What follows belongs to an exercise in optimizing a design on an open flow for small area; a production flow would make more cautious choices. Function was checked by simulation only, so behaviour that the tests miss may differ from the original. No activity file was given, so power comes from the tool's default toggle rates.

==> design.v <==
module ox_decim_rca #(parameter W = 31) (
    input  wire [W-1:0] a,
    input  wire [W-1:0] b,
    output wire [W-1:0] s
);
    wire [W:0] c;
    assign c[0] = 1'b0;
    genvar i;
    generate
        for (i = 0; i < W; i = i + 1) begin : g
            assign s[i]   = a[i] ^ b[i] ^ c[i];
            assign c[i+1] = (a[i] & b[i]) | (a[i] & c[i]) | (b[i] & c[i]);
        end
    endgenerate
endmodule
module ox_decim_csa #(parameter W = 36) (
    input  wire [W-1:0] x,
    input  wire [W-1:0] y,
    input  wire [W-1:0] z,
    output wire [W-1:0] s,
    output wire [W-1:0] c
);
    assign s = x ^ y ^ z;
    wire [W-1:0] m = (x & y) | (x & z) | (y & z);
    assign c = {m[W-2:0], 1'b0};
endmodule
module ox_decim (
    input  wire        clk,
    input  wire        rst,           
    input  wire        start,         
    input  wire        stop,          
    input  wire        bit_valid,     
    input  wire        bit_in,        
    input  wire        coef_we,       
    input  wire [3:0]  coef_addr,     
    input  wire [31:0] coef_data,     
    output reg         out_valid,
    output wire [31:0] out_data,
    output wire        out_settled,
    output reg         running,
    output reg         coef_err
);
    localparam [4:0] K_SETTLE = 5'd18;
    reg [191:0] coef1;
    reg [191:0] coef2;
    always @(posedge clk) begin
        coef_err <= 1'b0;
        if (rst) begin
            coef_err <= 1'b0;
        end else if (coef_we) begin
            if (running) begin
                coef_err <= 1'b1;
            end else if (coef_addr[2:0] <= 3'd5) begin
                if (coef_addr[3])
                    coef2[32*coef_addr[2:0] +: 32] <= coef_data;
                else
                    coef1[32*coef_addr[2:0] +: 32] <= coef_data;
            end
        end
    end
    wire clear  = rst | start | stop;
    wire accept = running & bit_valid & ~clear;
    always @(posedge clk) begin
        if (rst)
            running <= 1'b0;
        else if (start)
            running <= 1'b1;
        else if (stop)
            running <= 1'b0;
    end
    reg  [4:0] ph;
    wire       ph0  = (ph == 5'd0);
    wire       ph31 = (ph == 5'd31);
    always @(posedge clk)
        ph <= rst ? 5'd0 : ph + 5'd1;
    reg  [30:0] I1, I2, I3, I4, D;
    reg  [5:0]  bitcnt;
    wire        blk_end = accept & (bitcnt == 6'd63);
    wire [30:0] x1 = {{30{accept & ~bit_in}}, accept};
    wire [30:0] n1, n2, n3, n4, nD;
    ox_decim_rca #(31) u_a1 (.a(I1), .b(x1),               .s(n1));
    ox_decim_rca #(31) u_a2 (.a(I2), .b(n1 & {31{accept}}), .s(n2));
    ox_decim_rca #(31) u_a3 (.a(I3), .b(n2 & {31{accept}}), .s(n3));
    ox_decim_rca #(31) u_a4 (.a(I4), .b(n3 & {31{accept}}), .s(n4));
    ox_decim_rca #(31) u_a5 (.a(D),  .b(n4 & {31{accept}}), .s(nD));
    always @(posedge clk) begin
        I1 <= clear ? 31'd0 : n1;
        I2 <= clear ? 31'd0 : n2;
        I3 <= clear ? 31'd0 : n3;
        I4 <= clear ? 31'd0 : n4;
        D  <= (clear | blk_end) ? 31'd0 : nD;
        if (clear)
            bitcnt <= 6'd0;
        else if (accept)
            bitcnt <= bitcnt + 6'd1;
    end
    reg  [8:0] run1;
    wire [8:0] run1_n = bit_in ? ((run1 == 9'd316) ? run1 : run1 + 9'd1) : 9'd0;
    always @(posedge clk) begin
        if (clear)
            run1 <= 9'd0;
        else if (accept)
            run1 <= run1_n;
    end
    reg  [30:0] snap;
    reg         satp;
    reg         pend;
    reg         comb_act;
    wire        comb_start = ~clear & ph31 & (pend | blk_end);
    always @(posedge clk) begin
        if (blk_end) begin
            snap <= nD;
            satp <= (run1_n == 9'd316);
        end else if (comb_act & ~ph0) begin
            snap <= {1'b0, snap[30:1]};
        end
        if (clear) begin
            pend     <= 1'b0;
            comb_act <= 1'b0;
        end else begin
            pend     <= (pend | blk_end) & ~comb_start;
            comb_act <= comb_start | (comb_act & ~ph31);
        end
    end
    reg  [31:0] C1, C2, C3, C4;
    reg         comb_valid;            
    reg  [3:0]  brw;
    wire        x0  = ~ph0 & snap[0];
    wire        c1o = C1[0] & comb_valid;
    wire        c2o = C2[0] & comb_valid;
    wire        c3o = C3[0] & comb_valid;
    wire        c4o = C4[0] & comb_valid;
    wire        d2  = x0 ^ c1o ^ brw[0];
    wire        d3  = d2 ^ c2o ^ brw[1];
    wire        d4  = d3 ^ c3o ^ brw[2];
    wire        d5  = d4 ^ c4o ^ brw[3];
    wire        bo2 = (~x0 & c1o) | (~x0 & brw[0]) | (c1o & brw[0]);
    wire        bo3 = (~d2 & c2o) | (~d2 & brw[1]) | (c2o & brw[1]);
    wire        bo4 = (~d3 & c3o) | (~d3 & brw[2]) | (c3o & brw[2]);
    wire        bo5 = (~d4 & c4o) | (~d4 & brw[3]) | (c4o & brw[3]);
    wire        s0b = satp ? ~ph31 : d5;    
    always @(posedge clk) begin
        C1  <= {comb_act ? x0 : C1[0], C1[31:1]};
        C2  <= {comb_act ? d2 : C2[0], C2[31:1]};
        C3  <= {comb_act ? d3 : C3[0], C3[31:1]};
        C4  <= {comb_act ? d4 : C4[0], C4[31:1]};
        brw <= (comb_act & ~ph31) ? {bo5, bo4, bo3, bo2} : 4'd0;
        if (clear)
            comb_valid <= 1'b0;
        else if (comb_act & ph31)
            comb_valid <= 1'b1;
    end
    reg        s0_odd_n;    
    reg        s0_even;     
    reg  [3:0] nE1;         
    reg  [2:0] nO1;
    reg        s1_odd_n;    
    reg  [4:0] nE2;         
    reg  [2:0] nO2;
    reg        mbusy;
    reg  [6:0] mseq;
    wire       mac1 = mbusy & (mseq <= 7'd32);
    wire       so   = mbusy & (mseq >= 7'd33) & (mseq <= 7'd64);
    wire       mac2 = mbusy & (mseq >= 7'd65);
    wire       st2  = mac2;
    wire       macon = mac1 | mac2;
    wire       b0m  = mbusy & ((mseq == 7'd0)  | (mseq == 7'd65));
    wire       b31m = mbusy & ((mseq == 7'd31) | (mseq == 7'd96));
    wire       b32m = mbusy & ((mseq == 7'd32) | (mseq == 7'd97));
    wire       stk  = macon & ~b31m & ~b32m;     
    wire       so0  = mbusy & (mseq == 7'd33);
    wire       so31 = mbusy & (mseq == 7'd64);
    wire       s1_even = ~s1_odd_n;
    always @(posedge clk) begin
        if (clear) begin
            mbusy <= 1'b0;
            mseq  <= 7'd0;
        end else if (comb_start & ~s0_odd_n) begin
            mbusy <= 1'b1;
            mseq  <= 7'd0;
        end else if (mbusy) begin
            mseq <= mseq + 7'd1;
            if ((so31 & ~s1_even) | (mseq == 7'd97))
                mbusy <= 1'b0;
        end
    end
    always @(posedge clk) begin
        if (clear) begin
            s0_odd_n <= 1'b1;
            s0_even  <= 1'b0;
            nE1      <= 4'd0;
            nO1      <= 3'd0;
            s1_odd_n <= 1'b1;
            nE2      <= 5'd0;
            nO2      <= 3'd0;
        end else begin
            if (comb_start) begin
                s0_even  <= ~s0_odd_n;
                s0_odd_n <= ~s0_odd_n;
            end
            if (comb_act & ph31) begin
                if (s0_even) begin
                    if (nE1 != 4'd11) nE1 <= nE1 + 4'd1;
                end else begin
                    if (nO1 != 3'd6) nO1 <= nO1 + 3'd1;
                end
            end
            if (so31) begin
                s1_odd_n <= ~s1_odd_n;
                if (s1_even) begin
                    if (nE2 != K_SETTLE) nE2 <= nE2 + 5'd1;
                end else begin
                    if (nO2 != 3'd6) nO2 <= nO2 + 3'd1;
                end
            end
        end
    end
    reg  [32*11-1:0] E1;
    reg  [32*6-1:0]  O1;
    wire shE1 = comb_act & s0_even;
    wire shO1 = comb_act & ~s0_even;
    integer k;
    always @(posedge clk) begin
        for (k = 0; k < 11; k = k + 1)
            E1[32*k +: 32] <= {shE1 ? ((k == 0) ? s0b : E1[32*(k-1)]) : E1[32*k],
                               E1[32*k+1 +: 31]};
        for (k = 0; k < 6; k = k + 1)
            O1[32*k +: 32] <= {shO1 ? ((k == 0) ? s0b : O1[32*(k-1)]) : O1[32*k],
                               O1[32*k+1 +: 31]};
    end
    reg  [32*12-1:0] E2;
    reg  [32*6-1:0]  O2;
    wire so_bit;
    wire shE2 = so & s1_even;
    wire shO2 = so & ~s1_even;
    always @(posedge clk) begin
        for (k = 0; k < 12; k = k + 1)
            E2[32*k +: 32] <= {shE2 ? ((k == 0) ? so_bit : E2[32*(k-1)]) : E2[32*k],
                               E2[32*k+1 +: 31]};
        for (k = 0; k < 6; k = k + 1)
            O2[32*k +: 32] <= {shO2 ? ((k == 0) ? so_bit : O2[32*(k-1)]) : O2[32*k],
                               O2[32*k+1 +: 31]};
    end
    wire [10:0] e1v;
    wire [11:0] e2v;
    genvar g;
    generate
        for (g = 0; g < 11; g = g + 1) begin : gv1
            assign e1v[g] = E1[32*g] & (nE1 > g);
        end
        for (g = 0; g < 12; g = g + 1) begin : gv2
            assign e2v[g] = E2[32*g] & (nE2 > g);
        end
    endgenerate
    wire [5:0] px1 = {s0b, e1v[0], e1v[1], e1v[2], e1v[3], e1v[4]};
    wire [5:0] py1 = {e1v[10], e1v[9], e1v[8], e1v[7], e1v[6], e1v[5]};
    wire [5:0] px2 = {e2v[0], e2v[1], e2v[2], e2v[3], e2v[4], e2v[5]};
    wire [5:0] py2 = {e2v[11], e2v[10], e2v[9], e2v[8], e2v[7], e2v[6]};
    wire       uc  = st2 ? (O2[32*5] & (nO2 == 3'd6)) : (O1[32*5] & (nO1 == 3'd6));
    wire [5:0] px = (st2 ? px2 : px1) ^ {6{b31m}};
    wire [5:0] py = (st2 ? py2 : py1) ^ {6{b31m}};
    reg  [5:0] pc;
    wire [5:0] psum = px ^ py ^ pc;
    wire [5:0] pcy  = (px & py) | (px & pc) | (py & pc);
    wire [5:0] dq   = {6{macon}} & (b32m ? ~pc : psum);
    wire [5:0] dq1  = dq & {6{~st2}};
    wire [5:0] dq2  = dq & {6{st2}};
    always @(posedge clk)
        pc <= (macon & ~b32m & ~clear) ? pcy : 6'd0;
    wire [35:0] G [0:5];
    generate
        for (g = 0; g < 6; g = g + 1) begin : gg
            wire [31:0] t = ({32{dq1[g]}} & coef1[32*g +: 32]) |
                            ({32{dq2[g]}} & coef2[32*g +: 32]);
            assign G[g] = {4'd0, ~t[31], t[30:0]};
        end
    endgenerate
    wire        cbit = macon & ~b32m & (uc ^ b31m);
    wire [5:0]  ctop = 6'd52 - {5'd0, b31m} + {5'd0, cbit};
    wire [35:0] V7   = {ctop, 30'd0};
    reg  [34:0] acc;
    reg         h0, h1;
    reg         sticky;
    reg         ovf_r, sign_r;
    wire [35:0] A = b0m ? 36'h040000000 : ({acc[34], acc} ^ {36{b32m}});
    wire [35:0] s1, c1, s2, c2, s3, c3, s4, c4, s5, c5, s6, c6, X;
    ox_decim_csa #(36) u_c1 (.x(A),  .y(G[0]), .z(G[1]), .s(s1), .c(c1));
    ox_decim_csa #(36) u_c2 (.x(G[2]), .y(G[3]), .z(G[4]), .s(s2), .c(c2));
    ox_decim_csa #(36) u_c3 (.x(s1), .y(c1), .z(s2), .s(s3), .c(c3));
    ox_decim_csa #(36) u_c4 (.x(c2), .y(G[5]), .z(V7), .s(s4), .c(c4));
    ox_decim_csa #(36) u_c5 (.x(s3), .y(c3), .z(s4), .s(s5), .c(c5));
    ox_decim_csa #(36) u_c6 (.x(s5), .y(c5), .z(c4), .s(s6), .c(c6));
    ox_decim_rca #(36) u_cp (.a(s6), .b(c6), .s(X));
    wire [34:0] acc_n = X[35:1] ^ {35{b32m}};
    wire        e     = X[0] ^ b32m;
    always @(posedge clk) begin
        acc <= acc_n;
        h1  <= e;
        h0  <= h1;
        if (stk)
            sticky <= (sticky & ~b0m) | e;
        if (b32m) begin
            sign_r <= acc_n[34];
            ovf_r  <= ~((&acc_n[34:29]) | ~(|acc_n[34:29]));
        end
    end
    wire r0     = h0 & sticky;
    wire so_raw = so0 ? r0 : h0;
    assign so_bit = ovf_r ? (so31 ? sign_r : ~sign_r) : so_raw;
    always @(posedge clk)
        out_valid <= ~clear & mbusy & (mseq == 7'd97);
    assign out_data    = ovf_r ? {sign_r, {31{~sign_r}}} : {acc[29:0], h1, r0};
    assign out_settled = (nE2 == K_SETTLE);
endmodule
==> run.sh <==
#!/bin/bash
# synth_recipe.tcl (not shown) runs the flow's synth.tcl, then flattens the netlist and writes it again
# the make line also repeats each setting of config.mk as NAME=value (left out here)
make -C /OpenROAD-flow-scripts/flow DESIGN_CONFIG=/design/flow/config.mk WORK_HOME=/design/flow/orfs CLKGATE_MAP_FILE= SYNTH_SCRIPT=/design/flow/synth_recipe.tcl finish
==> config.mk <==
export PLATFORM = sky130hd
export DESIGN_NAME = ox_decim
export DESIGN_NICKNAME = ox_decim
export VERILOG_FILES = /design/flow/design.v
export SDC_FILE = /design/flow/constraint.sdc
export NUM_CORES = 4
export LEC_CHECK = 0
export ABC_AREA = 1
export CAP_MARGIN = 20
export CORE_MARGIN = 2
export CORE_UTILIZATION = 60
export CTS_BUF_LIST = sky130_fd_sc_hd__clkbuf_4
export CTS_CLUSTER_SIZE = 16
export SLEW_MARGIN = 20
==> constraint.sdc <==
create_clock -name core_clock -period 25.0 [get_ports {clk}]
set_input_delay 5.0000 -clock core_clock [delete_from_list [all_inputs] [get_ports {clk}]]
set_output_delay 5.0000 -clock core_clock [all_outputs]
set_load 0.01 [all_outputs]
==> parameters.txt, run 1 <==
Parameter                              Value

Route
  Total vias in the final route ... 36976
  Count of routing violations after the opening detailed-route iteration ... 2449
  Final WL ... 125000 microns
  Vias per cell ... 5.02
  Average detailed-routed wire length per instance ... 17.0 microns
  Antenna violation net count after detailed routing ... 0
  Pre-antenna DRT Iters ... 7
  Drc violations ... 0

Worst setup path
  Maximum fanout encountered on the critical timing path ... 24
  Signal arrival time at the worst endpoint ... 23.07 ns
  Critical path's most frequent cell ... sky130_fd_sc_hd__fa_1
  Category of cells accounting for the largest share of critical-path delay ... adder cells
  Combined buffer and inverter count along the critical path ... 6
  Crit-path slowest cell ... sky130_fd_sc_hd__fa_1
  Critical path's largest stage delay ... 0.53 ns
  Worst setup path class ... flip-flop to flip-flop
  Data required time of the critical path ... 25.95 ns
  Crit. End Element ... flip-flop
  Nature of the critical path startpoint ... flip-flop

Timing
  Setup Viol. Count Final ... 0
  Final total negative setup slack ... 0 ns
  Unrepaired setup endpoints after global routing ... false
  Worst hold-check slack ... 0.240 ns
  Final period util ... 0.885
  Clock period minus worst slack ... 22.13 ns
  Transition time of the tightest slew-check pin ... 1.11 ns
  Smallest setup slack after layout ... 2.87 ns
  Maximum clock rate ... 45.2 MHz
  Final hold vios ... 0
  Number of max-slew violations in the final report ... 0
  Worst clock skew ... 0.124 ns
  Slew margin rel. ... 0.261

Floorplan
  Horiz. Die Dim ... 330 microns
  Core area ... 106000 sq um
  Vertical extent of the die ... 330 microns
  Die Area ... 109000 sq um
  Site row count ... 119
  Io pins ... 79
  Initial core utilization ... 0.606

Final layout
  Most frequent standard cell in the layout excluding fill and tap cells ... sky130_fd_sc_hd__dfxtp_1
  Number of nets in the final layout ... 6102
  Final standard cell area without fillers ... 71800 sq um
  Layout cell share with drive strength beyond 1 ... 0.153
  Most frequent cells in the layout ... 1502 x sky130_fd_sc_hd__dfxtp_1, 905 x sky130_fd_sc_hd__inv_1, 678 x sky130_fd_sc_hd__clkbuf_4
  Growth of design area from synthesis to finish ... 12.3%
  Utilization after layout ... 0.680

Clock network
  Clock tree buffer depth ... 4
  TritonCTS clock tree ... done
  Clock-pin slew reported for the worst setup and hold paths after clock tree synthesis ... 0.07 ns
  Total setup buffers inserted after CTS ... 0
  Clock Root Buffer ... sky130_fd_sc_hd__clkbuf_4
  Number of hold buffers added after CTS ... 0
  H-Tree Depth ... 5
  Clock buffers created by TritonCTS ... 457
  Clock sink count ... 1921
  Resized Gates After CTS ... 0
  Worst-Skew Late Latency ... 1.22 ns

Power and ir drop
  Peak VDD IR ... 81.6 uV
  Switching power of the nets ... 1.42 mW
  Leakage component of the power ... 28.6 nW
  Sw Ratio ... 0.234
  Fraction of power consumed by the clock network ... 0.396
  Power density cells ... 84.7 nW/um^2
  Combinational group share of total power ... 0.072
  Int Pwr ... 4.66 mW
  Seq pwr share ... 0.532

Place
  Number of input and output port buffers inserted ... 78
  Final estimated routing congestion in global placement ... 0.855
  Worst slack at placement ... 2.49 ns
  Cell area reported after detailed placement ... 66100 sq um
  Detailed-placement wirelength estimate ... 76300 microns

Global routing
  Total congestion overflow after global routing ... 0
  GRT Total Usage ... 0.238
  Antenna violations before repair ... 5
  Via count of the first global-routing pass ... 37925
  First-pass GRT wire length ... 202000 microns
  Maximum number of pins on one net before global-route repair ... 79

Logic synthesis
  Avg Synthesized Cell Area ... 12.2 sq um
  Number of instances in the synthesized netlist ... 5228
  Synth Warn # ... 1
  Syn Nets ... 5690
  Mapped Area ... 63900 sq um
  Sequential area share after synthesis ... 0.667
  Commonest register cell after synthesis ... sky130_fd_sc_hd__dfxtp_1
  Count of distinct cell types in the synthesized netlist ... 50
  Synth Register Bits ... 1921
  Proportion of register bits with asynchronous set or reset after synthesis ... 0
  Number of synthesized flops with an enable pin ... 419

Status
  Run status ... no timing/DRC/antenna violations

Worst hold path
  Hold/Removal Path Class ... flip-flop to flip-flop

Flow run
  Max Cap Viol ... 0
power by group through the flow:
stage          registers [mW]  logic (mW)  clock network (mW)
2_1_floorplan            3.31       0.298                   0
3_3_place_gp             3.30       0.427                   0
6_report                 3.24       0.436                2.41
3_5_place_dp             3.30       0.433                   0
4_1_cts                  3.23       0.439                2.50
5_1_grt                  3.24       0.490                2.66
worst reg2reg max path, delay by kind of cell, from the launching register on:
kind | cells | cell delay [ns]
AOI/OAI and AO/OA | 5 | 0.90
xor gates and xnor gates | 2 | 0.41
adders and majority gates | 40 | 18.28
buffers and inverters | 6 | 0.73
DFF | 1 | 0.35
and+or+nand+nor | 8 | 1.21
logic make-up after synthesis:
| kind of cell | share of synthesized area |
|---|---|
| DFF | 0.667 |
| buffers and inverters | 0.0670 |
| adders and majority gates | 0.123 |
| AOI/OAI and AO/OA | 0.0695 |
| muxes | 0.00247 |
| and+or+nand+nor | 0.0629 |
| xor gates and xnor gates | 0.00820 |
path summary, 6_finish.rpt:
| check | from | end | slack, ns | cells after the start |
|---|---|---|---|---|
| worst max register to register | ph[1] | ovf_r | 2.87 | 61 |
| worst max-delay path | ph[1] | ovf_r | 2.87 | 61 |
| worst min-delay path | E2[146] | E2[145] | 0.24 | 0 |
| worst min register to register | E2[146] | E2[145] | 0.24 | 0 |
Yosys cell counts, types with 5 or more instances:
| library cell | count | area, sq um |
|---|---|---|
| sky130_fd_sc_hd__buf_4 | 8 | 60.1 |
| sky130_fd_sc_hd__inv_1 | 905 | 3400 |
| sky130_fd_sc_hd__o21ai_0 | 292 | 1460 |
| sky130_fd_sc_hd__nand4_1 | 13 | 81.3 |
| sky130_fd_sc_hd__nor2_4 | 5 | 56.3 |
| sky130_fd_sc_hd__nand2_1 | 394 | 1480 |
| sky130_fd_sc_hd__ha_1 | 71 | 888 |
| sky130_fd_sc_hd__fa_1 | 348 | 6970 |
| sky130_fd_sc_hd__edfxtp_1 | 419 | 12600 |
| sky130_fd_sc_hd__clkbuf_1 | 105 | 394 |
| sky130_fd_sc_hd__nor2_2 | 6 | 37.5 |
| sky130_fd_sc_hd__xnor2_1 | 36 | 315 |
| sky130_fd_sc_hd__buf_6 | 8 | 90.1 |
| sky130_fd_sc_hd__dfxtp_1 | 1502 | 30100 |
| sky130_fd_sc_hd__inv_2 | 11 | 41.3 |
| sky130_fd_sc_hd__nor2_1 | 323 | 1210 |
| sky130_fd_sc_hd__o21ai_1 | 32 | 160 |
| sky130_fd_sc_hd__nor3_1 | 20 | 100 |
| sky130_fd_sc_hd__o22ai_1 | 345 | 2160 |
| sky130_fd_sc_hd__nand2_2 | 8 | 50.1 |
| sky130_fd_sc_hd__mux2_2 | 14 | 158 |
| sky130_fd_sc_hd__nand3_1 | 66 | 330 |
| sky130_fd_sc_hd__a21oi_1 | 81 | 405 |
| sky130_fd_sc_hd__buf_2 | 55 | 275 |
| sky130_fd_sc_hd__or2_2 | 88 | 551 |
| sky130_fd_sc_hd__xor2_1 | 22 | 193 |
stage by stage:
step	power (mW)	cells
after floorplan	3.60	5228
after global placement	3.73	6572
after detailed placement	3.74	6572
after CTS	6.17	7367
after global routing	6.39	7372
final	6.08	7372
flip-flops by register name (all words and copies together), names as in the netlist, 32 cells and up:
register and flops:
coef2 192, C3 32, E2 384, C4 32
O1 192, acc 35, C1 32, coef1 192
C2 32, O2 192, E1 352
area by class of cell:
class | instances | area, sq um
flip-flops and latches | 1921 | 42700
diodes | 5 | 12.5
well taps | 1391 | 1740
repair buffers | 133 | 1190
inverters | 919 | 3450
fillers | 8065 | 33800
clock buffers | 678 | 5090
clock inverters | 117 | 591
multi-input cells | 2208 | 17100
metal layers:
layer  part of all wire  track usage  wire length, microns  up-vias
li1                   -            -                     -    17762
met1               0.46        0.341                 57700    17727
met2               0.44        0.357                 55000     1242
met3              0.071       0.0501                  8930      245
met4              0.027       0.0952                  3370        0
met5                  0            0                     0        -
==> run 2: changes to the inputs <==
--- a/config.mk
+++ b/config.mk
@@ -6,9 +6,8 @@
 export NUM_CORES = 4
 export LEC_CHECK = 0
-export ABC_AREA = 1
 export CAP_MARGIN = 20
 export CORE_MARGIN = 2
 export CORE_UTILIZATION = 60
-export CTS_BUF_LIST = sky130_fd_sc_hd__clkbuf_4
-export CTS_CLUSTER_SIZE = 16
+export CTS_BUF_LIST = sky130_fd_sc_hd__clkbuf_8
+export CTS_CLUSTER_SIZE = 30
 export SLEW_MARGIN = 20
==> parameters.txt, run 2 <==
Parameter                              Value

Route
  Antenna violation net count after detailed routing ... 0
  Count of routing violations after the opening detailed-route iteration ... 2442
  Pre-antenna DRT Iters ... 5
  Average detailed-routed wire length per instance ... 18.9 microns
  Final WL ... 123000 microns
  Drc violations ... 0
  Total vias in the final route ... 34727
  Vias per cell ... 5.32

Power and ir drop
  Leakage component of the power ... 27.2 nW
  Peak VDD IR ... 58.1 uV
  Power density cells ... 86.4 nW/um^2
  Overall power of the completed layout ... 6.23 mW

Timing
  Final total negative setup slack ... 0 ns
  Unrepaired setup endpoints after global routing ... false
  Worst clock skew ... 0.0974 ns
  Transition time of the tightest slew-check pin ... 1.12 ns
  Clock period minus worst slack ... 22.48 ns
  Setup Viol. Count Final ... 0
  Number of max-slew violations in the final report ... 0
  Slew margin rel. ... 0.255
  Final hold vios ... 0
  Worst hold-check slack ... 0.261 ns
  Maximum clock rate ... 44.5 MHz
  Final period util ... 0.899

Logic synthesis
  Proportion of register bits with asynchronous set or reset after synthesis ... 0
  Sequential area share after synthesis ... 0.665
  Most used standard cell by instance count after synthesis ... sky130_fd_sc_hd__dfxtp_1
  Main area contributors after synthesis ... sky130_fd_sc_hd__dfxtp_1 47%, sky130_fd_sc_hd__edfxtp_1 20%, sky130_fd_sc_hd__fa_1 11%, sky130_fd_sc_hd__a22o_1 3.7%, sky130_fd_sc_hd__nor2_1 2.2%
  Share of the synthesized area in the top cell type ... 0.469
  Number of instances in the synthesized netlist ... 4756
  Synth Register Bits ... 1921
  Count of distinct cell types in the synthesized netlist ... 64
  Avg Synthesized Cell Area ... 13.5 sq um
  Synth Warn # ... 1
  Syn Nets ... 5218
  Commonest register cell after synthesis ... sky130_fd_sc_hd__dfxtp_1
  Number of synthesized flops with an enable pin ... 419
  Most frequent cells after synthesis ... 1502 x sky130_fd_sc_hd__dfxtp_1, 419 x sky130_fd_sc_hd__edfxtp_1, 370 x sky130_fd_sc_hd__nor2_1
  Mapped Area ... 64100 sq um
  Most area-hungry cell type in the Yosys netlist ... sky130_fd_sc_hd__dfxtp_1

Floorplan
  Initial core utilization ... 0.607
  Io pins ... 79
  Site row count ... 119
  Horiz. Die Dim ... 331 microns
  Vertical extent of the die ... 331 microns
  Core area ... 106000 sq um
  Die Area ... 109000 sq um

Global routing
  First-pass GRT wire length ... 196000 microns
  Maximum number of pins on one net before global-route repair ... 155
  Via count of the first global-routing pass ... 34926
  Total congestion overflow after global routing ... 0
  GRT Total Usage ... 0.232
  Antenna violations before repair ... 10

Flow run
  Max Cap Viol ... 0

Clock network
  Number of hold buffers added after CTS ... 0
  Worst-Skew Late Latency ... 0.95 ns
  Clock-pin slew reported for the worst setup and hold paths after clock tree synthesis ... 0.07 ns
  Clock sink count ... 1921
  Clock buffers created by TritonCTS ... 307
  Clock tree buffer depth ... 4
  Total setup buffers inserted after CTS ... 0
  TritonCTS clock tree ... done
  H-Tree Depth ... 5
  Resized Gates After CTS ... 0
  Clock Root Buffer ... sky130_fd_sc_hd__clkbuf_8

Worst hold path
  Hold/Removal Path Class ... flip-flop to flip-flop
  Min-Delay Startpoint ... O1[167]

Final layout
  Most frequent standard cell in the layout excluding fill and tap cells ... sky130_fd_sc_hd__dfxtp_1
  Registers with the most flip-flops ... E2 (384), E1 (352)
  Layout cell share with drive strength beyond 1 ... 0.113
  Reg with most FFs ... E2
  Growth of design area from synthesis to finish ... 12.5%
  Most frequent cells in the layout ... 1502 x sky130_fd_sc_hd__dfxtp_1, 434 x sky130_fd_sc_hd__inv_1, 419 x sky130_fd_sc_hd__edfxtp_1
  Utilization after layout ... 0.683
  Number of nets in the final layout ... 5384
  Flip-flop count of the largest register, all copies and words added ... 384

Worst setup path
  Worst setup path class ... flip-flop to flip-flop
  Maximum fanout encountered on the critical timing path ... 16
  Startpoint of the most critical setup path ... ph[0]
  Data required time of the critical path ... 25.63 ns
  Reg2Reg Setup Slack ... 2.52 ns
  Nature of the critical path startpoint ... flip-flop
  Critical R2R Capture ... ovf_r
  Crit. End Element ... flip-flop
  Crit-path slowest cell ... sky130_fd_sc_hd__or4b_2
  Signal arrival time at the worst endpoint ... 23.10 ns
  Critical path's largest stage delay ... 0.63 ns
  Startpoint of the most critical register-to-register path ... ph[0]
  Critical path's most frequent cell ... sky130_fd_sc_hd__fa_1
  R2R depth ... 55
  Crit path to ... ovf_r

Place
  Final estimated routing congestion in global placement ... 0.826
  Number of input and output port buffers inserted ... 78
  Detailed-placement wirelength estimate ... 73000 microns

Status
  Run status ... no timing/DRC/antenna violations
## run 2: per-stage QoR
| step | cell area, sq um | setup slack [ns] | cells |
|---|---|---|---|
| floorplan | 64100 | 0.206 | 4756 |
| global placement | 66100 | 1.71 | 6004 |
| detailed placement | 66100 | 1.56 | 6004 |
| CTS | 72100 | 2.34 | 6529 |
| global route | 72100 | 1.66 | 6530 |
| finish | 72100 | 2.52 | 6530 |
## run 2: area by class of cell
class                   instances  area (sq um)
fillers                      7791         33500
flip-flops and latches       1921         42700
clock buffers                 366          5040
clock inverters               159           931
diodes                          1          2.50
well taps                    1391          1740
multi-input cells            2218         19300
inverters                     347          1300
repair buffers                127          1160
## run 2: how the worst min path moves through the flow
stage / end / cells past startpoint / slack (ns)
after floorplan: C1[0] / 0 / 0.31
after global placement: E2[265] / 0 / 0.31
after detailed placement: C1[1] / 0 / 0.31
after CTS: O1[188] / 0 / 0.25
after global routing: O1[188] / 0 / 0.27
final: O1[166] / 0 / 0.26
## run 2: where the power goes
| group | internal, mW | total (mW) | switching, mW |
|---|---|---|---|
| combinational | 0.178 | 0.417 | 0.238 |
| clock | 1.41 | 2.56 | 1.15 |
| sequential | 3.22 | 3.25 | 0.0330 |
## run 2: logic make-up (layout without fill, tap and decap cells)
kind of cell / after synthesis / count (layout) / synth area share
AO/OA/AOI/OAI: 711 / 711 / 0.0836
buffers and inverters: 617 / 999 / 0.0371
flip-flops: 1921 / 1921 / 0.665
multiplexers: 69 / 69 / 0.0120
adder cells (fa/ha/maj): 419 / 419 / 0.123
AND/OR/NAND/NOR: 929 / 929 / 0.0667
XOR/XNOR: 90 / 90 / 0.0127
other: 0 / 1 / 0
## run 2: routing by layer
layer / wire [microns] / GRT usage
met1: 56800 / 0.337
met2: 54400 / 0.342
met5: 88 / 0
met4: 3820 / 0.0930
met3: 8040 / 0.0486
## run 2: worst max-delay path, delay by kind of cell (launching register included)
family | cells | cell delay (ns)
simple gates | 4 | 1.20
buf+inv | 4 | 0.24
xor+xnor | 1 | 0.17
compound gates | 3 | 0.97
flops | 1 | 0.33
fa+ha+maj | 42 | 18.85
mux | 1 | 0.36
==> run 3: changes to the inputs <==
--- a/config.mk
+++ b/config.mk
@@ -8,6 +8,4 @@
 export CAP_MARGIN = 20
 export CORE_MARGIN = 2
-export CORE_UTILIZATION = 60
-export CTS_BUF_LIST = sky130_fd_sc_hd__clkbuf_8
-export CTS_CLUSTER_SIZE = 30
+export CORE_UTILIZATION = 40
 export SLEW_MARGIN = 20
==> parameters.txt, run 3 <==
Parameter                              Value

Status
  Run status ... no timing/DRC/antenna violations

Power and ir drop
  Peak VDD IR ... 58.3 uV
  Sw Ratio ... 0.223
  Fraction of power consumed by the clock network ... 0.432
  Switching power of the nets ... 1.44 mW
  Combinational group share of total power ... 0.065
  Power density cells ... 88.2 nW/um^2
  Leakage component of the power ... 26.8 nW
  Overall power of the completed layout ... 6.46 mW
  Seq pwr share ... 0.503
  Int Pwr ... 5.02 mW

Clock network
  Clock tree buffer depth ... 3
  Resized Gates After CTS ... 0
  TritonCTS clock tree ... done
  Total setup buffers inserted after CTS ... 0
  Clock sink count ... 1921
  Clock buffers created by TritonCTS ... 185
  Worst-Skew Late Latency ... 0.81 ns
  Clock Root Buffer ... sky130_fd_sc_hd__clkbuf_16
  Clock-pin slew reported for the worst setup and hold paths after clock tree synthesis ... 0.06 ns
  H-Tree Depth ... 4
  Number of hold buffers added after CTS ... 0

Final layout
  Layout cell share with drive strength beyond 1 ... 0.0908
  Most frequent standard cell in the layout excluding fill and tap cells ... sky130_fd_sc_hd__dfxtp_1
  Number of nets in the final layout ... 5259
  Most frequent cells in the layout ... 1502 x sky130_fd_sc_hd__dfxtp_1, 419 x sky130_fd_sc_hd__edfxtp_1, 366 x sky130_fd_sc_hd__nor2_1
  Registers with the most flip-flops ... E2 (384), E1 (352)
  Growth of design area from synthesis to finish ... 14.2%
  Utilization after layout ... 0.461
  Flip-flop count of the largest register, all copies and words added ... 384
  Reg with most FFs ... E2

Route
  Drc violations ... 0
  Vias per cell ... 4.86
  Average detailed-routed wire length per instance ... 17.8 microns
  Final WL ... 125000 microns
  Pre-antenna DRT Iters ... 6
  Count of routing violations after the opening detailed-route iteration ... 2634
  Total vias in the final route ... 34097
  Antenna violation net count after detailed routing ... 0

Timing
  Number of max-slew violations in the final report ... 0
  Transition time of the tightest slew-check pin ... 1.13 ns
  Clock period minus worst slack ... 22.76 ns
  Worst hold-check slack ... 0.288 ns
  Final total negative setup slack ... 0 ns
  Worst clock skew ... 0.0398 ns
  Unrepaired setup endpoints after global routing ... false
  Slew margin rel. ... 0.241
  Final hold vios ... 0
  Setup Viol. Count Final ... 0
  Maximum clock rate ... 43.9 MHz
  Final period util ... 0.910

Global routing
  Maximum number of pins on one net before global-route repair ... 148
  First-pass GRT wire length ... 198000 microns
  Antenna violations before repair ... 6
  GRT Total Usage ... 0.156
  Total congestion overflow after global routing ... 0
  Via count of the first global-routing pass ... 34397

Floorplan
  Die Area ... 163000 sq um
  Initial core utilization ... 0.404
  Core area ... 159000 sq um
  Site row count ... 146
  Io pins ... 79
  Horiz. Die Dim ... 404 microns
  Vertical extent of the die ... 404 microns

Logic synthesis
  Synth Warn # ... 1
  Sequential area share after synthesis ... 0.665
  Proportion of register bits with asynchronous set or reset after synthesis ... 0
  Complex-gate fraction of the synthesized area ... 0.0836
  Synth Register Bits ... 1921
  Number of instances in the synthesized netlist ... 4756
  Commonest register cell after synthesis ... sky130_fd_sc_hd__dfxtp_1
  Most area-hungry cell type in the Yosys netlist ... sky130_fd_sc_hd__dfxtp_1
  Number of synthesized flops with an enable pin ... 419
  Most used standard cell by instance count after synthesis ... sky130_fd_sc_hd__dfxtp_1
  Mapped Area ... 64100 sq um
  Xor and xnor area share after synthesis ... 0.0127
  Proportion of synthesized area in mux cells ... 0.0120
  Share of the synthesized area in the top cell type ... 0.469
  Avg Synthesized Cell Area ... 13.5 sq um
  Main area contributors after synthesis ... sky130_fd_sc_hd__dfxtp_1 47%, sky130_fd_sc_hd__edfxtp_1 20%, sky130_fd_sc_hd__fa_1 11%, sky130_fd_sc_hd__a22o_1 3.7%, sky130_fd_sc_hd__nor2_1 2.2%
  Most frequent cells after synthesis ... 1502 x sky130_fd_sc_hd__dfxtp_1, 419 x sky130_fd_sc_hd__edfxtp_1, 370 x sky130_fd_sc_hd__nor2_1
  Adder-cell area share of the yosys netlist ... 0.123
  Syn Nets ... 5218
  Area share of and/or/nand/nor cells after synthesis ... 0.0667
  Count of distinct cell types in the synthesized netlist ... 64
  Main combinational cell family by area after synthesis ... adder cells

Worst setup path
  Reg2Reg Setup Slack ... 2.24 ns
  R2R depth ... 55
  Critical path's most frequent cell ... sky130_fd_sc_hd__fa_1
  Signal arrival time at the worst endpoint ... 23.28 ns
  Combined buffer and inverter count along the critical path ... 4
  Nature of the critical path startpoint ... flip-flop
  Worst setup path class ... flip-flop to flip-flop
  Critical path's largest stage delay ... 0.76 ns
  Data required time of the critical path ... 25.52 ns
  Maximum fanout encountered on the critical timing path ... 19
  Crit-path slowest cell ... sky130_fd_sc_hd__a21oi_4
  Startpoint of the most critical register-to-register path ... ph[0]
  Crit. End Element ... flip-flop
  Critical R2R Capture ... ovf_r
  Category of cells accounting for the largest share of critical-path delay ... adder cells

Worst hold path
  Worst Hold Path Cells ... 0
  Min-Delay Startpoint ... E1[327]
  Worst Hold Path EP ... E1[326]
  Hold/Removal Path Class ... flip-flop to flip-flop

Flow run
  Max Cap Viol ... 0

Place
  Number of input and output port buffers inserted ... 78
  Detailed-placement wirelength estimate ... 72600 microns
  Final estimated routing congestion in global placement ... 0.789
run 3: cell counts after synthesis:
No cell type changed its count.
run 3: how the worst max path moves through the flow:
stage	start	end	slack, ns	depth (start not counted)
6_report	ph[0]	ovf_r	2.24	55
5_1_grt	ph[0]	ovf_r	1.56	55
4_1_cts	ph[0]	ovf_r	2.09	55
3_5_place_dp	rst	snap[30]	1.55	45
3_3_place_gp	rst	snap[30]	1.69	45
2_1_floorplan	coef_addr[0]	coef1[0]	0.21	4
run 3: power groups by stage:
stage                     logic, mW  registers, mW  clock network (mW)
after floorplan               0.284           3.31                   0
after detailed placement      0.418           3.32                   0
after global placement        0.409           3.32                   0
after CTS                     0.423           3.25                2.87
after global routing          0.469           3.25                2.99
final                         0.418           3.25                2.79
run 3: area by class of cell:
type                    count  area (sq um)
clock buffers             259          5290
repair buffers            124          1200
flip-flops and latches   1921         42700
multi-input cells        2218         19300
clock inverters            76           897
well taps                2072          2590
fillers                 13874         85500
inverters                 347          1300
diodes                      4          10.0
run 3: cells by family after synthesis:
kind of cell | count (synthesis)
fa+ha+maj | 419
compound gates | 711
xor+xnor | 90
buf+inv | 617
mux | 69
simple gates | 929
flops | 1921
run 3: metal layers:
layer,track usage,up-vias,part of all wire
met5,0,-,0.00010
met4,0.0518,2,0.026
met3,0.0339,213,0.067
met2,0.239,935,0.45
met1,0.219,16900,0.46
li1,-,16047,-
run 3: worst reg2reg max path: cells and delay by family, from the launching register on:
family	cells	cell delay, ns
and+or+nand+nor	4	1.36
adders and majority gates	42	18.94
muxes	1	0.33
buffers and inverters	4	0.25
xor gates and xnor gates	1	0.16
DFF	1	0.33
AOI/OAI and AO/OA	3	1.10
run 3: metrics by stage:
| step | setup slack [ns] | area, sq um | cells |
|---|---|---|---|
| 2_1_floorplan | 0.206 | 64100 | 4756 |
| 3_3_place_gp | 1.69 | 67000 | 6680 |
| 3_5_place_dp | 1.55 | 67000 | 6681 |
| 4_1_cts | 2.09 | 73200 | 7016 |
| 5_1_grt | 1.56 | 73200 | 7019 |
| 6_report | 2.24 | 73200 | 7021 |
==> run 4: changes to the inputs <==
--- a/design.v
+++ b/design.v
@@ -74,20 +74,20 @@
     always @(posedge clk)
         ph <= rst ? 5'd0 : ph + 5'd1;
-    reg  [30:0] I1, I2, I3, I4, D;
+    reg  [29:0] I1, I2, I3, I4, D;
     reg  [5:0]  bitcnt;
     wire        blk_end = accept & (bitcnt == 6'd63);
-    wire [30:0] x1 = {{30{accept & ~bit_in}}, accept};
-    wire [30:0] n1, n2, n3, n4, nD;
-    ox_decim_rca #(31) u_a1 (.a(I1), .b(x1),               .s(n1));
-    ox_decim_rca #(31) u_a2 (.a(I2), .b(n1 & {31{accept}}), .s(n2));
-    ox_decim_rca #(31) u_a3 (.a(I3), .b(n2 & {31{accept}}), .s(n3));
-    ox_decim_rca #(31) u_a4 (.a(I4), .b(n3 & {31{accept}}), .s(n4));
-    ox_decim_rca #(31) u_a5 (.a(D),  .b(n4 & {31{accept}}), .s(nD));
-    always @(posedge clk) begin
-        I1 <= clear ? 31'd0 : n1;
-        I2 <= clear ? 31'd0 : n2;
-        I3 <= clear ? 31'd0 : n3;
-        I4 <= clear ? 31'd0 : n4;
-        D  <= (clear | blk_end) ? 31'd0 : nD;
+    wire [29:0] x1 = {29'd0, accept & bit_in};
+    wire [29:0] n1, n2, n3, n4, nD;
+    ox_decim_rca #(30) u_a1 (.a(I1), .b(x1),               .s(n1));
+    ox_decim_rca #(30) u_a2 (.a(I2), .b(n1 & {30{accept}}), .s(n2));
+    ox_decim_rca #(30) u_a3 (.a(I3), .b(n2 & {30{accept}}), .s(n3));
+    ox_decim_rca #(30) u_a4 (.a(I4), .b(n3 & {30{accept}}), .s(n4));
+    ox_decim_rca #(30) u_a5 (.a(D),  .b(n4 & {30{accept}}), .s(nD));
+    always @(posedge clk) begin
+        I1 <= clear ? 30'd0 : n1;
+        I2 <= clear ? 30'd0 : n2;
+        I3 <= clear ? 30'd0 : n3;
+        I4 <= clear ? 30'd0 : n4;
+        D  <= (clear | blk_end) ? 30'd0 : nD;
         if (clear)
             bitcnt <= 6'd0;
@@ -103,32 +103,42 @@
             run1 <= run1_n;
     end
-    reg  [30:0] snap;
+    reg  [29:0] snap;
     reg         satp;
     reg         pend;
     reg         comb_act;
-    wire        comb_start = ~clear & ph31 & (pend | blk_end);
+    reg         hb1_act;
+    wire        ph30 = (ph == 5'd30);
+    wire [4:0]  cb   = ph + 5'd1;
+    wire        cb01 = ph31 | ph0;            
+    wire        comb_start = ~clear & ph30 & (pend | blk_end);
     always @(posedge clk) begin
         if (blk_end) begin
             snap <= nD;
             satp <= (run1_n == 9'd316);
-        end else if (comb_act & ~ph0) begin
-            snap <= {1'b0, snap[30:1]};
         end
         if (clear) begin
             pend     <= 1'b0;
             comb_act <= 1'b0;
+            hb1_act  <= 1'b0;
         end else begin
             pend     <= (pend | blk_end) & ~comb_start;
-            comb_act <= comb_start | (comb_act & ~ph31);
+            comb_act <= comb_start | (comb_act & ~ph30);
+            hb1_act  <= comb_act;
         end
     end
+    localparam [31:0] K1 = 32'h00e8ae80;
+    localparam [31:0] K2 = 32'he2477000;
+    localparam [31:0] K3 = 32'h9a0e0000;
+    localparam [31:0] K4 = 32'h04000000;
     reg  [31:0] C1, C2, C3, C4;
     reg         comb_valid;            
     reg  [3:0]  brw;
-    wire        x0  = ~ph0 & snap[0];
-    wire        c1o = C1[0] & comb_valid;
-    wire        c2o = C2[0] & comb_valid;
-    wire        c3o = C3[0] & comb_valid;
-    wire        c4o = C4[0] & comb_valid;
+    reg         s0b;
+    wire [4:0]  sidx = cb - 5'd2;
+    wire        x0  = ~cb01 & snap[sidx];
+    wire        c1o = comb_valid ? C1[0] : K1[cb];
+    wire        c2o = comb_valid ? C2[0] : K2[cb];
+    wire        c3o = comb_valid ? C3[0] : K3[cb];
+    wire        c4o = comb_valid ? C4[0] : K4[cb];
     wire        d2  = x0 ^ c1o ^ brw[0];
     wire        d3  = d2 ^ c2o ^ brw[1];
@@ -139,5 +149,4 @@
     wire        bo4 = (~d3 & c3o) | (~d3 & brw[2]) | (c3o & brw[2]);
     wire        bo5 = (~d4 & c4o) | (~d4 & brw[3]) | (c4o & brw[3]);
-    wire        s0b = satp ? ~ph31 : d5;    
     always @(posedge clk) begin
         C1  <= {comb_act ? x0 : C1[0], C1[31:1]};
@@ -145,8 +154,9 @@
         C3  <= {comb_act ? d3 : C3[0], C3[31:1]};
         C4  <= {comb_act ? d4 : C4[0], C4[31:1]};
-        brw <= (comb_act & ~ph31) ? {bo5, bo4, bo3, bo2} : 4'd0;
+        brw <= (comb_act & ~ph30) ? {bo5, bo4, bo3, bo2} : 4'd0;
+        s0b <= satp ? ~ph30 : (d5 ^ ph30);
         if (clear)
             comb_valid <= 1'b0;
-        else if (comb_act & ph31)
+        else if (comb_act & ph30)
             comb_valid <= 1'b1;
     end
@@ -176,5 +186,5 @@
             mbusy <= 1'b0;
             mseq  <= 7'd0;
-        end else if (comb_start & ~s0_odd_n) begin
+        end else if (comb_act & ph31 & s0_even) begin
             mbusy <= 1'b1;
             mseq  <= 7'd0;
@@ -199,5 +209,5 @@
                 s0_odd_n <= ~s0_odd_n;
             end
-            if (comb_act & ph31) begin
+            if (hb1_act & ph31) begin
                 if (s0_even) begin
                     if (nE1 != 4'd11) nE1 <= nE1 + 4'd1;
@@ -218,6 +228,6 @@
     reg  [32*11-1:0] E1;
     reg  [32*6-1:0]  O1;
-    wire shE1 = comb_act & s0_even;
-    wire shO1 = comb_act & ~s0_even;
+    wire shE1 = hb1_act & s0_even;
+    wire shO1 = hb1_act & ~s0_even;
     integer k;
     always @(posedge clk) begin
@@ -292,6 +302,6 @@
     ox_decim_csa #(36) u_c6 (.x(s5), .y(c5), .z(c4), .s(s6), .c(c6));
     ox_decim_rca #(36) u_cp (.a(s6), .b(c6), .s(X));
-    wire [34:0] acc_n = X[35:1] ^ {35{b32m}};
-    wire        e     = X[0] ^ b32m;
+    wire [34:0] acc_n = X[35:1];
+    wire        e     = X[0];
     always @(posedge clk) begin
         acc <= acc_n;
@@ -301,14 +311,14 @@
             sticky <= (sticky & ~b0m) | e;
         if (b32m) begin
-            sign_r <= acc_n[34];
+            sign_r <= ~acc_n[34];
             ovf_r  <= ~((&acc_n[34:29]) | ~(|acc_n[34:29]));
         end
     end
     wire r0     = h0 & sticky;
-    wire so_raw = so0 ? r0 : h0;
+    wire so_raw = so0 ? r0 : ~h0;
     assign so_bit = ovf_r ? (so31 ? sign_r : ~sign_r) : so_raw;
     always @(posedge clk)
         out_valid <= ~clear & mbusy & (mseq == 7'd97);
-    assign out_data    = ovf_r ? {sign_r, {31{~sign_r}}} : {acc[29:0], h1, r0};
+    assign out_data    = ovf_r ? {sign_r, {31{~sign_r}}} : {~acc[29:0], ~h1, r0};
     assign out_settled = (nE2 == K_SETTLE);
 endmodule
--- a/config.mk
+++ b/config.mk
@@ -6,6 +6,10 @@
 export NUM_CORES = 4
 export LEC_CHECK = 0
+export ABC_AREA = 1
 export CAP_MARGIN = 20
 export CORE_MARGIN = 2
-export CORE_UTILIZATION = 40
+export CORE_UTILIZATION = 60
+export CTS_BUF_LIST = sky130_fd_sc_hd__clkbuf_16
+export CTS_CLUSTER_DIAMETER = 100
+export CTS_CLUSTER_SIZE = 30
 export SLEW_MARGIN = 20
==> parameters.txt, run 4 <==
Parameter                              Value

Worst setup path
  Crit-path slowest cell ... sky130_fd_sc_hd__clkdlybuf4s50_1
  Nature of the critical path startpoint ... input port
  Maximum fanout encountered on the critical timing path ... 92
  Critical path's most frequent cell ... sky130_fd_sc_hd__fa_1
  Reg2Reg Setup Slack ... 3.90 ns
  Crit. End Element ... flip-flop
  Critical path's largest stage delay ... 0.63 ns
  Worst setup path class ... input port to flip-flop
  Data required time of the critical path ... 25.47 ns
  Signal arrival time at the worst endpoint ... 22.04 ns

Route
  Routed wl met2 ... 51500 microns
  Drc violations ... 0
  Count of routing violations after the opening detailed-route iteration ... 2567
  Vias per cell ... 5.11
  Antenna violation net count after detailed routing ... 0
  Highest signal layer in the routed design ... met4
  Final WL ... 116000 microns
  Average detailed-routed wire length per instance ... 17.6 microns
  Routed met1 length ... 53400 microns
  Total vias in the final route ... 33765
  Pre-antenna DRT Iters ... 5
  Routed met3 length ... 7750 microns

Clock network
  Clock tree buffer depth ... 3
  Clock-pin slew reported for the worst setup and hold paths after clock tree synthesis ... 0.11 ns
  Clock sink count ... 1917
  Number of hold buffers added after CTS ... 0
  TritonCTS clock tree ... done
  H-Tree Depth ... 3
  Worst-Skew Late Latency ... 0.70 ns
  Clock buffers created by TritonCTS ... 75
  Resized Gates After CTS ... 0
  Total setup buffers inserted after CTS ... 0
  Clock Root Buffer ... sky130_fd_sc_hd__clkbuf_16

Timing
  Worst hold-check slack ... 0.306 ns
  Final total negative setup slack ... 0 ns
  Transition time of the tightest slew-check pin ... 1.05 ns
  Unrepaired setup endpoints after global routing ... false
  Maximum clock rate ... 46.4 MHz
  Slew margin rel. ... 0.297
  Worst clock skew ... 0.0375 ns
  Number of max-slew violations in the final report ... 0
  Final hold vios ... 0
  Setup Viol. Count Final ... 0
  Final period util ... 0.863
  Clock period minus worst slack ... 21.57 ns

Logic synthesis
  Sequential area share after synthesis ... 0.675
  Number of instances in the synthesized netlist ... 5165
  Number of synthesized flops with an enable pin ... 418
  Proportion of register bits with asynchronous set or reset after synthesis ... 0
  Most used standard cell by instance count after synthesis ... sky130_fd_sc_hd__dfxtp_1
  Count of distinct cell types in the synthesized netlist ... 50
  Most frequent cells after synthesis ... 1499 x sky130_fd_sc_hd__dfxtp_1, 886 x sky130_fd_sc_hd__inv_1, 436 x sky130_fd_sc_hd__o21ai_0
  Synth Warn # ... 1
  Syn Nets ... 5628
  Commonest register cell after synthesis ... sky130_fd_sc_hd__dfxtp_1
  Most area-hungry cell type in the Yosys netlist ... sky130_fd_sc_hd__dfxtp_1
  Synth Register Bits ... 1917
  Main area contributors after synthesis ... sky130_fd_sc_hd__dfxtp_1 48%, sky130_fd_sc_hd__edfxtp_1 20%, sky130_fd_sc_hd__fa_1 10%, sky130_fd_sc_hd__inv_1 5.3%, sky130_fd_sc_hd__o21ai_0 3.5%
  Mapped Area ... 63100 sq um
  Share of the synthesized area in the top cell type ... 0.476
  Avg Synthesized Cell Area ... 12.2 sq um

Global routing
  Total congestion overflow after global routing ... 0
  Antenna violations before repair ... 1
  Maximum number of pins on one net before global-route repair ... 93
  GRT Total Usage ... 0.222
  First-pass GRT wire length ... 186000 microns
  Via count of the first global-routing pass ... 33451

Final layout
  Ant diodes ... 0
  Most frequent standard cell in the layout excluding fill and tap cells ... sky130_fd_sc_hd__dfxtp_1
  Utilization after layout ... 0.649
  Reg with most FFs ... E2
  Most frequent cells in the layout ... 1499 x sky130_fd_sc_hd__dfxtp_1, 902 x sky130_fd_sc_hd__inv_1, 436 x sky130_fd_sc_hd__o21ai_0
  Flip-flop count of the largest register, all copies and words added ... 384
  Layout cell share with drive strength beyond 1 ... 0.0469
  Registers with the most flip-flops ... E2 (384), E1 (352)
  Growth of design area from synthesis to finish ... 7.03%
  Number of nets in the final layout ... 5659

Place
  Final estimated routing congestion in global placement ... 0.851
  Detailed-placement wirelength estimate ... 73200 microns
  Number of input and output port buffers inserted ... 78

Floorplan
  Horiz. Die Dim ... 328 microns
  Io pins ... 79
  Die Area ... 108000 sq um
  Initial core utilization ... 0.607
  Core area ... 104000 sq um
  Site row count ... 118
  Vertical extent of the die ... 328 microns

Power and ir drop
  Leakage component of the power ... 26.4 nW
  Power density cells ... 75.7 nW/um^2
  Peak VDD IR ... 70.0 uV
  Overall power of the completed layout ... 5.11 mW

Flow run
  Max Cap Viol ... 0

Status
  Run status ... no timing/DRC/antenna violations

Worst hold path
  Hold/Removal Path Class ... flip-flop to flip-flop
==> run 4: kinds of logic (layout without fill, tap and decap cells) <==
group	Yosys count	in the layout	synth area share
muxes	10	10	0.00179
AOI/OAI and AO/OA	850	850	0.0760
adders and majority gates	420	420	0.121
xor gates and xnor gates	30	30	0.00417
buffers and inverters	1063	1126	0.0647
and+or+nand+nor	875	875	0.0576
DFF	1917	1917	0.675
==> run 4: area by class of cell <==
class / instances / area, sq um
Clock buffer: 76 / 1900
Clock inverter: 33 / 287
Fill cell: 8038 / 36500
Inverter: 895 / 3360
Multi-Input combinational cell: 2185 / 16500
Sequential cell: 1917 / 42600
Tap cell: 1380 / 1730
Timing Repair Buffer: 122 / 1130
==> run 4: report_power, final <==
part,switching [mW],total (mW),internal (mW)
Clock,0.908,1.48,0.572
Combinational,0.223,0.375,0.151
Sequential,0.0428,3.25,3.21
Total,1.17,5.11,3.93
==> run 4: worst paths after layout <==
| path | start | cells past startpoint | to |
|---|---|---|---|
| max | rst | 48 | snap[29] |
| min | O1[83] | 0 | O1[82] |
| max reg2reg | mseq[0] | 62 | ovf_r |
| min reg2reg | O1[83] | 0 | O1[82] |
==> run 4: critical path, delay by kind of cell <==
kind	cells	cell delay [ns]
xor+xnor	1	0.20
fa+ha+maj	32	13.52
buf+inv	7	1.90
simple gates	8	1.35
==> run 4: metal layers <==
| metal | vias to the layer above | GRT usage |
|---|---|---|
| li1 | 16435 | - |
| met1 | 16184 | 0.322 |
| met2 | 973 | 0.343 |
| met3 | 173 | 0.0370 |
| met4 | 0 | 0.0708 |
| met5 | - | 0 |
==> run 4: metrics by stage <==
stage               instance area [sq um]  std cells  setup slack [ns]
floorplan                           63100       5165              4.14
global placement                    65300       6498              2.50
detailed placement                  65300       6498              2.44
CTS                                 67500       6607              3.20
global route                        67500       6608              2.52
finish                              67500       6608              3.43
==> run 5: changes to the inputs <==
--- a/config.mk
+++ b/config.mk
@@ -12,4 +12,4 @@
 export CTS_BUF_LIST = sky130_fd_sc_hd__clkbuf_16
 export CTS_CLUSTER_DIAMETER = 100
-export CTS_CLUSTER_SIZE = 30
+export CTS_CLUSTER_SIZE = 24
 export SLEW_MARGIN = 20
==> parameters.txt, run 5 <==
Parameter                              Value

Power and ir drop
  Leakage component of the power ... 26.6 nW
  Switching power of the nets ... 1.20 mW
  Overall power of the completed layout ... 5.22 mW
  Sw Ratio ... 0.229
  Peak VDD IR ... 82.1 uV
  Fraction of power consumed by the clock network ... 0.306
  Power density cells ... 77.0 nW/um^2
  Combinational group share of total power ... 0.072
  Int Pwr ... 4.03 mW
  Seq pwr share ... 0.622

Timing
  Clock period minus worst slack ... 21.60 ns
  Unrepaired setup endpoints after global routing ... false
  Final hold vios ... 0
  Setup Viol. Count Final ... 0
  Slew margin rel. ... 0.286
  Final period util ... 0.864
  Final total negative setup slack ... 0 ns
  Number of max-slew violations in the final report ... 0
  Worst clock skew ... 0.0731 ns
  Transition time of the tightest slew-check pin ... 1.07 ns
  Maximum clock rate ... 46.3 MHz

Clock network
  Clock Root Buffer ... sky130_fd_sc_hd__clkbuf_16
  Clock sink count ... 1917
  H-Tree Depth ... 3
  Clock tree buffer depth ... 3
  Total setup buffers inserted after CTS ... 0
  Resized Gates After CTS ... 0
  Worst-Skew Late Latency ... 0.76 ns
  Number of hold buffers added after CTS ... 0
  Clock-pin slew reported for the worst setup and hold paths after clock tree synthesis ... 0.10 ns
  Clock buffers created by TritonCTS ... 90
  TritonCTS clock tree ... done

Logic synthesis
  Most used standard cell by instance count after synthesis ... sky130_fd_sc_hd__dfxtp_1
  Main area contributors after synthesis ... sky130_fd_sc_hd__dfxtp_1 48%, sky130_fd_sc_hd__edfxtp_1 20%, sky130_fd_sc_hd__fa_1 10%, sky130_fd_sc_hd__inv_1 5.3%, sky130_fd_sc_hd__o21ai_0 3.5%
  Commonest register cell after synthesis ... sky130_fd_sc_hd__dfxtp_1
  Share of the synthesized area in the top cell type ... 0.476
  Complex-gate fraction of the synthesized area ... 0.0760
  Proportion of register bits with asynchronous set or reset after synthesis ... 0
  Number of instances in the synthesized netlist ... 5165
  Count of distinct cell types in the synthesized netlist ... 50
  Adder-cell area share of the yosys netlist ... 0.121
  Synth Register Bits ... 1917
  Sequential area share after synthesis ... 0.675
  Mapped Area ... 63100 sq um
  Area share of and/or/nand/nor cells after synthesis ... 0.0576
  Most area-hungry cell type in the Yosys netlist ... sky130_fd_sc_hd__dfxtp_1
  Xor and xnor area share after synthesis ... 0.00417
  Most frequent cells after synthesis ... 1499 x sky130_fd_sc_hd__dfxtp_1, 886 x sky130_fd_sc_hd__inv_1, 436 x sky130_fd_sc_hd__o21ai_0
  Syn Nets ... 5628
  Avg Synthesized Cell Area ... 12.2 sq um
  Main combinational cell family by area after synthesis ... adder cells
  Proportion of synthesized area in mux cells ... 0.00179
  Synth Warn # ... 1
  Number of synthesized flops with an enable pin ... 418

Worst setup path
  Critical R2R Capture ... ovf_r
  Reg2Reg Setup Slack ... 3.92 ns
  Instance count on the critical path ... 48
  Crit path to ... snap[29]
  Crit. End Element ... flip-flop
  Crit-path slowest cell ... sky130_fd_sc_hd__clkdlybuf4s50_1
  R2R depth ... 62
  Data required time of the critical path ... 25.46 ns
  Category of cells accounting for the largest share of critical-path delay ... adder cells
  Critical path's most frequent cell ... sky130_fd_sc_hd__fa_1
  Combined buffer and inverter count along the critical path ... 7
  Worst setup path class ... input port to flip-flop
  Maximum fanout encountered on the critical timing path ... 92
  Critical path's largest stage delay ... 0.63 ns
  Startpoint of the most critical setup path ... rst
  Signal arrival time at the worst endpoint ... 22.06 ns
  Nature of the critical path startpoint ... input port
  Startpoint of the most critical register-to-register path ... mseq[0]

Global routing
  Via count of the first global-routing pass ... 33749
  Antenna violations before repair ... 1
  GRT Total Usage ... 0.224
  Total congestion overflow after global routing ... 0
  First-pass GRT wire length ... 187000 microns
  Maximum number of pins on one net before global-route repair ... 93

Final layout
  Flip-flop count of the largest register, all copies and words added ... 384
  Reg with most FFs ... E2
  Most frequent cells in the layout ... 1499 x sky130_fd_sc_hd__dfxtp_1, 909 x sky130_fd_sc_hd__inv_1, 436 x sky130_fd_sc_hd__o21ai_0
  Number of nets in the final layout ... 5674
  Fill cell total of the finished layout ... 7985
  Final standard cell area without fillers ... 67800 sq um
  Most frequent standard cell in the layout excluding fill and tap cells ... sky130_fd_sc_hd__dfxtp_1
  Utilization after layout ... 0.653
  Growth of design area from synthesis to finish ... 7.57%
  Non-filler instance count after layout ... 6627
  Layout cell share with drive strength beyond 1 ... 0.0490
  Registers with the most flip-flops ... E2 (384), E1 (352)

Floorplan
  Horiz. Die Dim ... 328 microns
  Site row count ... 118
  Die Area ... 108000 sq um
  Vertical extent of the die ... 328 microns
  Core area ... 104000 sq um
  Initial core utilization ... 0.607
  Io pins ... 79

Route
  Average detailed-routed wire length per instance ... 17.7 microns
  Antenna violation net count after detailed routing ... 0
  Vias per cell ... 5.12
  Routed met3 length ... 7450 microns
  Count of routing violations after the opening detailed-route iteration ... 2496
  Final WL ... 117000 microns
  Routed met1 length ... 53600 microns
  Total vias in the final route ... 33931
  Routed wl met2 ... 52100 microns
  Highest signal layer in the routed design ... met4
  Drc violations ... 0
  Pre-antenna DRT Iters ... 6

Place
  Detailed-placement wirelength estimate ... 73200 microns
  Final estimated routing congestion in global placement ... 0.851
  Number of input and output port buffers inserted ... 78
  Post-placement cell count ... 6498
  Cell area reported after detailed placement ... 65300 sq um

Status
  Run status ... no timing/DRC/antenna violations

Worst hold path
  Hold/Removal Path Class ... flip-flop to flip-flop

Flow run
  Max Cap Viol ... 0
[run 5: area by class of cell]
cell class | count | area [sq um] | area share
repair buffers | 122 | 1130 | 0.0167
flip-flops and latches | 1917 | 42600 | 0.627
well taps | 1380 | 1730 | 0.0255
inverters | 895 | 3360 | 0.0495
multi-input cells | 2185 | 16500 | 0.244
clock inverters | 36 | 249 | 0.00367
clock buffers | 91 | 2280 | 0.0336
diodes | 1 | 2.50 | 0.0000369
[run 5: cells by family after synthesis]
kind of cell | count (synthesis)
multiplexers | 10
AND/OR/NAND/NOR | 875
AO/OA/AOI/OAI | 850
adder cells (fa/ha/maj) | 420
flip-flops | 1917
buffers and inverters | 1063
XOR/XNOR | 30
[run 5: worst min path at each step]
stage / startpoint / to / slack, ns / cells past startpoint
2_1_floorplan: C1[1] / C1[0] / 0.31 / 0
3_3_place_gp: E2[363] / E2[362] / 0.31 / 0
3_5_place_dp: C4[23] / C4[22] / 0.31 / 0
4_1_cts: E1[180] / E1[179] / 0.28 / 0
5_1_grt: E1[311] / E1[310] / 0.31 / 0
6_report: E1[311] / E1[310] / 0.27 / 0
[run 5: per-stage QoR]
stage                     hold WS (ns)  setup slack, ns
after floorplan                  0.310             4.14
after global placement           0.310             2.50
after detailed placement         0.312             2.44
after CTS                        0.282             3.21
after global routing             0.306             2.52
final                            0.270             3.40
[run 5: worst register-to-register path: cells and delay by family, from the launching register on]
kind | cells | cell delay, ns
buf+inv | 9 | 1.56
flops | 1 | 0.44
xor+xnor | 2 | 0.50
simple gates | 7 | 0.88
fa+ha+maj | 39 | 16.87
compound gates | 5 | 0.59
[run 5: power by group through the flow]
stage                     clock [mW]  combinational (mW)  sequential [mW]
after floorplan                    0               0.252             3.30
after global placement             0               0.366             3.32
after detailed placement           0               0.374             3.32
after CTS                       1.65               0.376             3.25
after global routing            1.75               0.423             3.26
final                           1.60               0.375             3.25
[run 5: layer usage]
metal,up-vias,global-route usage
li1,16477,-
met1,16268,0.323
met2,990,0.346
met3,196,0.0362
met4,0,0.0795
met5,-,0
==> run 6: changes to the inputs <==
==> flow/run.sh (new file) <==
#!/bin/bash
# Layout: the standard flow (standard.sh), with two changes to how it is
# made: the clock tree is built from clkbuf_16 leaf clusters without dummy
# balancing loads, and the port buffers are the smallest buffer cell.
set -euo pipefail
export CTS_ARGS="-sink_clustering_enable -repair_clock_nets -dont_use_dummy_load -buf_list sky130_fd_sc_hd__clkbuf_16 -sink_clustering_size 24 -sink_clustering_max_diameter 100"
export BUFFER_PORTS_ARGS="-buffer_cell sky130_fd_sc_hd__buf_1"
bash standard.sh > standard.log 2>&1
==> standard.sh (new file) <==
#!/bin/bash
# synth_recipe.tcl (not shown) runs the flow's synth.tcl, then flattens the netlist and writes it again
# the make line also repeats each setting of config.mk as NAME=value (left out here)
make -C /OpenROAD-flow-scripts/flow DESIGN_CONFIG=/design/flow/config.mk WORK_HOME=/design/flow/orfs CLKGATE_MAP_FILE= SYNTH_SCRIPT=/design/flow/synth_recipe.tcl "${@:-finish}"
==> config.mk (replaced) <==
export PLATFORM = sky130hd
export DESIGN_NAME = ox_decim
export DESIGN_NICKNAME = ox_decim
export VERILOG_FILES = /design/flow/design.v
export SDC_FILE = /design/flow/constraint.sdc
export NUM_CORES = 4
export LEC_CHECK = 0
export CAP_MARGIN = 20
export CORE_MARGIN = 2
export CORE_UTILIZATION = 60
export SLEW_MARGIN = 20
removed: run.sh
==> parameters.txt, run 6 <==
Parameter                              Value

Timing
  Setup Viol. Count Final ... 0
  Clock period minus worst slack ... 20.97 ns
  Worst clock skew ... 0.0653 ns
  Slew margin rel. ... 0.295
  Maximum clock rate ... 47.7 MHz
  Final period util ... 0.839

Route
  Pre-antenna DRT Iters ... 5
  Antenna violation net count after detailed routing ... 0
  Total vias in the final route ... 33482

Worst setup path
  Maximum fanout encountered on the critical timing path ... 56
  Startpoint of the most critical setup path ... mbusy
  Crit-path slowest cell ... sky130_fd_sc_hd__dfxtp_1
  Critical path's largest stage delay ... 0.71 ns
  Crit. End Element ... flip-flop

Worst hold path
  Worst Hold Path Cells ... 0

Final layout
  Flip-flop and latch area ... 42600 sq um
  Most frequent cells in the layout ... 1499 x sky130_fd_sc_hd__dfxtp_1, 463 x sky130_fd_sc_hd__nand2_1, 418 x sky130_fd_sc_hd__edfxtp_1
  Utilization after layout ... 0.641
  Most frequent standard cell in the layout excluding fill and tap cells ... sky130_fd_sc_hd__dfxtp_1
  Flip-flop count of the largest register, all copies and words added ... 384
  Registers with the most flip-flops ... E2 (384), E1 (352)
  Fill cell total of the finished layout ... 8083

Global routing
  Antenna violations before repair ... 3
  GRT Total Usage ... 0.224
  Via count of the first global-routing pass ... 33346
  First-pass GRT wire length ... 189000 microns

Logic synthesis
  Avg Synthesized Cell Area ... 13.2 sq um
  Proportion of register bits with asynchronous set or reset after synthesis ... 0
  Synth Warn # ... 1
  Number of instances in the synthesized netlist ... 4803
  Number of synthesized flops with an enable pin ... 418
  Commonest register cell after synthesis ... sky130_fd_sc_hd__dfxtp_1
  Synth Register Bits ... 1917

Power and ir drop
  Int Pwr ... 3.98 mW
  Sw Ratio ... 0.220
  Fraction of power consumed by the clock network ... 0.298
  Switching power of the nets ... 1.12 mW
  Seq pwr share ... 0.636

Clock network
  Number of hold buffers added after CTS ... 0
  Total setup buffers inserted after CTS ... 0
  Clock tree buffer depth ... 3
  Clock-pin slew reported for the worst setup and hold paths after clock tree synthesis ... 0.10 ns
  H-Tree Depth ... 3

Floorplan
  Die Area ... 108000 sq um
  Io pins ... 79
  Core area ... 105000 sq um

Place
  Post-placement cell count ... 6076

Flow run
  Max Cap Viol ... 0

Status
  Run status ... no timing/DRC/antenna violations
run 6: cell types whose count changed after synthesis, sizes merged, moves of 86 or more:
cell,change
inv,-622
o22ai,-278
o21ai,-217
a32o,+133
a22oi,+130
nand2,+87
clkbuf,+86
run 6: worst paths after layout:
path                   to  slack [ns]
setup / recovery    ovf_r        4.03
hold / removal    E2[202]        0.29
setup reg to reg    ovf_r        4.03
hold reg to reg   E2[202]        0.29
run 6: cell families after synthesis:
group | count (synthesis) | share of synthesized area
AOI/OAI and AO/OA | 701 | 0.0772
xor gates and xnor gates | 55 | 0.00782
adders and majority gates | 420 | 0.120
buffers and inverters | 511 | 0.0315
DFF | 1917 | 0.671
muxes | 51 | 0.0101
and+or+nand+nor | 1148 | 0.0818
run 6: area by class of cell:
| class | count | share of cell area |
|---|---|---|
| Inverter | 272 | 0.0152 |
| Clock buffer | 90 | 0.0335 |
| Sequential cell | 1917 | 0.633 |
| Tap cell | 1391 | 0.0259 |
| Timing Repair Buffer | 122 | 0.00994 |
| Antenna cell | 2 | 0.0000744 |
| Multi-Input combinational cell | 2375 | 0.282 |
run 6: metrics by stage:
step | hold slack [ns] | total power [mW] | instance area, sq um | setup slack, ns
floorplan | 0.310 | 3.54 | 63400 | 4.03
detailed placement | 0.312 | 3.65 | 65000 | 3.19
CTS | 0.289 | 5.15 | 67200 | 3.87
finish | 0.290 | 5.10 | 67200 | 4.03
global placement | 0.310 | 3.64 | 65000 | 3.37
global route | 0.291 | 5.31 | 67200 | 3.07
run 6: layer usage:
layer / part of all wire / track usage
met5: 0.00025 / 0
met4: 0.024 / 0.0558
met3: 0.051 / 0.0313
met2: 0.46 / 0.363
met1: 0.46 / 0.320
run 6: critical path, delay by kind of cell, from the launching register on:
kind | cells | cell delay (ns)
buffers and inverters | 6 | 0.93
DFF | 1 | 0.71
AOI/OAI and AO/OA | 5 | 1.23
and+or+nand+nor | 3 | 0.78
adders and majority gates | 38 | 16.64
xor gates and xnor gates | 2 | 0.38
run 6: power by group through the flow:
stage / clock network, mW / registers [mW] / logic, mW
6_report: 1.52 / 3.24 / 0.336
4_1_cts: 1.58 / 3.24 / 0.340
3_3_place_gp: 0 / 3.31 / 0.331
3_5_place_dp: 0 / 3.31 / 0.338
2_1_floorplan: 0 / 3.31 / 0.238
5_1_grt: 1.68 / 3.25 / 0.384

Check on run 6: ideal ports give 4.027 ns setup slack; a clkbuf_16 on the clock port and buf_2 on the inputs give 4.027 ns; moving port delays by the midpoint clock arrival (0.743 ns) as well gives 3.362 ns.
